Context: an optimization exercise on an open-source flow, tuned for small area and a short achievable clock period. The choices shown serve that exercise and are no tape-out recipe. Function was checked by simulation only, so behaviour that the tests miss may differ from the original. Power is estimated from default activity; no workload was simulated.

==> flow/design.v (excerpt) <==
module block_quantiser (
    input  wire         clk,
    input  wire         rst,            
    input  wire         in_valid,
    input  wire [511:0] in_data,        
    input  wire [1:0]   in_fmt,         
    input  wire [2:0]   in_esc_shift,   
    input  wire [31:0]  in_outlier,     
    input  wire         in_blight,
    output reg          out_valid,
    output reg  [15:0]  out_scale,      
    output reg  [255:0] out_codes,      
    output reg  [1:0]   out_esc_count,
    output reg  [4:0]   out_esc0_pos,
    output reg  [15:0]  out_esc0_val,
    output reg  [4:0]   out_esc1_pos,
    output reg  [15:0]  out_esc1_val
);
    integer i, b;
    function [31:0] kbit(input [479:0] keys, input integer bb);
        integer k;
        begin
            for (k = 0; k < 32; k = k + 1) kbit[k] = keys[15*k + bb];
        end
    endfunction
    function [47:0] elim(input [31:0] al_in, input [479:0] keys,
                         input integer hb, input integer lb);
        reg [31:0] al, x1, x0;
        reg [15:0] v;
        reg d1, d0;
        integer bb;
        begin
            al = al_in;
            v  = 16'd0;
            for (bb = hb; bb > lb; bb = bb - 2) begin
                x1 = kbit(keys, bb);
                x0 = kbit(keys, bb - 1);
                d1 = |(al & x1);
                d0 = d1 ? |(al & x1 & x0) : |(al & x0);
                al = al & (x1 | {32{~d1}}) & (x0 | {32{~d0}});
                v  = {v[13:0], d1, d0};
            end
            if (((hb - lb) % 2) == 0) begin
                x1 = kbit(keys, lb);
                d1 = |(al & x1);
                al = al & (x1 | {32{~d1}});
                v  = {v[14:0], d1};
            end
            elim = {v, al};
        end
    endfunction
    function ge15(input [14:0] a, input [14:0] b);
        integer k;
        reg r;
        begin
            r = 1'b1;
  ...
For scale: about 24000 cells after synthesis, about 2900 flip-flops, about 870 I/O pins, about 180000 um^2 of cells after synthesis.
==> flow/config.mk <==
export PLATFORM = sky130hd
export DESIGN_NAME = block_quantiser
export DESIGN_NICKNAME = block_quantiser
export VERILOG_FILES = /design/flow/design.v
export SDC_FILE = /design/flow/constraint.sdc
export NUM_CORES = 8
export LEC_CHECK = 0
export ABC_AREA = 1
export CAP_MARGIN = 40
export CORE_MARGIN = 2
export CORE_UTILIZATION = 46
export CTS_CLUSTER_DIAMETER = 120
export CTS_CLUSTER_SIZE = 22
export PLACE_DENSITY = 0.66
export SLEW_MARGIN = 40
==> flow/constraint.sdc <==
create_clock -name core_clock -period 75.0 [get_ports {clk}]
set_input_delay 15.0000 -clock core_clock [delete_from_list [all_inputs] [get_ports {clk}]]
set_output_delay 15.0000 -clock core_clock [all_outputs]
set_load 0.01 [all_outputs]
standard.sh (not shown) runs the stock make flow with config.mk's settings and CLKGATE_MAP_FILE= SYNTH_SCRIPT=/design/flow/synth_recipe.tcl, a recipe that flattens the netlist after the stock synthesis.
==> flow/flow/run.sh <==
#!/bin/bash
# Layout flow: the standard ORFS flow (standard.sh, which reads the
# settings of config.mk) with two changes:
#  - a setup slack margin for ORFS's timing repair (repair_timing in
#    floorplan, CTS and global route): the repair then works on every path
#    longer than 75 - 58.5 = 16.5 ns, so it shortens the stages of this
#    design rather than stopping at the 75 ns clock period. The clock period
#    and the constraints stay the design's; gate cloning is skipped;
#  - the port buffers that the standard flow puts on every input and output
#    port are of the smallest buffer cell.
# All of make's output, including every tool's log, goes to flow_make.log
# here; ORFS keeps each step's own log under orfs/logs.
set -uo pipefail
bash standard.sh SETUP_SLACK_MARGIN=58.5 SKIP_GATE_CLONING=1 \
    "BUFFER_PORTS_ARGS=-buffer_cell sky130_fd_sc_hd__buf_1" finish > flow_make.log 2>&1
Rerun with:
--- a/flow/flow/run.sh
+++ b/flow/flow/run.sh
@@ -6 +6 @@
-#    longer than 75 - 58.5 = 16.5 ns, so it shortens the stages of this
+#    longer than 75 - 59.0 = 16.0 ns, so it shortens the stages of this
@@ -14 +14 @@
-bash standard.sh SETUP_SLACK_MARGIN=58.5 SKIP_GATE_CLONING=1 \
+bash standard.sh SETUP_SLACK_MARGIN=59.0 SKIP_GATE_CLONING=1 \
--- a/flow/config.mk
+++ b/flow/config.mk
@@ -11 +11 @@
-export CORE_UTILIZATION = 46
+export CORE_UTILIZATION = 43
@@ -14 +14 @@
-export PLACE_DENSITY = 0.66
+export PLACE_DENSITY = 0.63
The changed run finished clean.
Cell count rises by about 1%.
Global-route usage falls by 3.1 points.
Power rises by about 1.2%.
Routed wire length rises by about 1.4%.

block_quantiser, a different RTL version from the one above (not shown whole).
Size in the first run: ~24000 cells after synthesis, roughly 2700 flip-flops, about 170000 um2 of cells after synthesis.
Design block_quantiser, start of the top module:
module block_quantiser (
    input  wire         clk,
    input  wire         rst,            
    input  wire         in_valid,
    input  wire [511:0] in_data,        
    input  wire [1:0]   in_fmt,         
    input  wire [2:0]   in_esc_shift,   
    input  wire [31:0]  in_outlier,     
    input  wire         in_blight,
    output reg          out_valid,
    output reg  [15:0]  out_scale,      
    output reg  [255:0] out_codes,      
    output reg  [1:0]   out_esc_count,
    output reg  [4:0]   out_esc0_pos,
    output reg  [15:0]  out_esc0_val,
    output reg  [4:0]   out_esc1_pos,
    output reg  [15:0]  out_esc1_val
);
==> flow/config.mk <==
export PLATFORM = sky130hd
export DESIGN_NAME = block_quantiser
export DESIGN_NICKNAME = block_quantiser
export VERILOG_FILES = /design/flow/design.v
export SDC_FILE = /design/flow/constraint.sdc
export NUM_CORES = 8
export LEC_CHECK = 0
export ABC_AREA = 1
export CAP_MARGIN = 40
export CORE_MARGIN = 2
export CORE_UTILIZATION = 40
export PLACE_DENSITY = 0.6
export SLEW_MARGIN = 40
==> flow/constraint.sdc <==
create_clock -name core_clock -period 75.0 [get_ports {clk}]
set_input_delay 15.0000 -clock core_clock [delete_from_list [all_inputs] [get_ports {clk}]]
set_output_delay 15.0000 -clock core_clock [all_outputs]
set_load 0.01 [all_outputs]
==> flow/flow/run.sh <==
#!/bin/bash
# Layout flow: the standard ORFS flow (standard.sh, which reads the
# settings of config.mk) with two changes:
#  - a setup slack margin for ORFS's timing repair (repair_timing in
#    floorplan, CTS and global route): the repair then works on every path
#    longer than 75 - 58.5 = 16.5 ns, so it shortens the stages of this
#    design rather than stopping at the 75 ns clock period. The clock period
#    and the constraints stay the design's; gate cloning is skipped;
#  - the port buffers that the standard flow puts on every input and output
#    port are of the smallest buffer cell.
# All of make's output, including every tool's log, goes to flow_make.log
# here; ORFS keeps each step's own log under orfs/logs.
set -uo pipefail
bash standard.sh SETUP_SLACK_MARGIN=58.5 SKIP_GATE_CLONING=1 \
    "BUFFER_PORTS_ARGS=-buffer_cell sky130_fd_sc_hd__buf_1" finish > flow_make.log 2>&1
==> next run, changes <==
--- a/flow/config.mk
+++ b/flow/config.mk
@@ -10,4 +10,6 @@
 export CORE_MARGIN = 2
-export CORE_UTILIZATION = 40
-export PLACE_DENSITY = 0.6
+export CORE_UTILIZATION = 46
+export CTS_CLUSTER_DIAMETER = 120
+export CTS_CLUSTER_SIZE = 22
+export PLACE_DENSITY = 0.66
 export SLEW_MARGIN = 40
The new run completed with no timing, DRC or antenna violations.
Wire length went up by 0.77%.
Maximum frequency went down by 1.9%.
Core utilization went up by 5.4 points.
Sequential share of layout area went up by 0.95 points.
Final area went down by 3.5%.
Synthesized cell count does not change.
Setup slack gets worse by 340 ps.

[what the ideal ports hide]
Ports are ideal in the flow. The routed layouts listed here were re-timed in OpenROAD. Step 1 sets driving cells, clkbuf_16 on the clock port and buf_2 on the other inputs (assumed; they add their load-dependent delay and slew). Step 2 adds t to the input delays and takes it off the output delays; t is the mean of the earliest and latest rising clock arrival at the registers after step 1. Input paths then give back, and output paths get back, about the clock's delay inside the block. a / b / c = ideal / step 1 / step 2; a / b = the first two.
run | t, ns | setup WS [ns] | latest minus earliest clock arrival (ns) | slew at the worst register clock pin (ns) | cell pins on the clock port's net
the first run of note 1 | 1.125 | 58.092 / 58.092 / 58.092 | 0.142 / 0.141 | 0.12 / 0.12 | 1
the second run of note 1 | 1.135 | 58.409 / 58.274 / 58.544 | 0.097 / 0.097 | 0.11 / 0.11 | 1
the first run of note 2 | 1.138 | 57.974 / 57.974 / 57.974 | 0.112 / 0.112 | 0.08 / 0.08 | 1
the second run of note 2 | 1.109 | 57.635 / 57.635 / 57.635 | 0.086 / 0.085 | 0.11 / 0.11 | 1
After both steps every run listed still meets setup and hold.
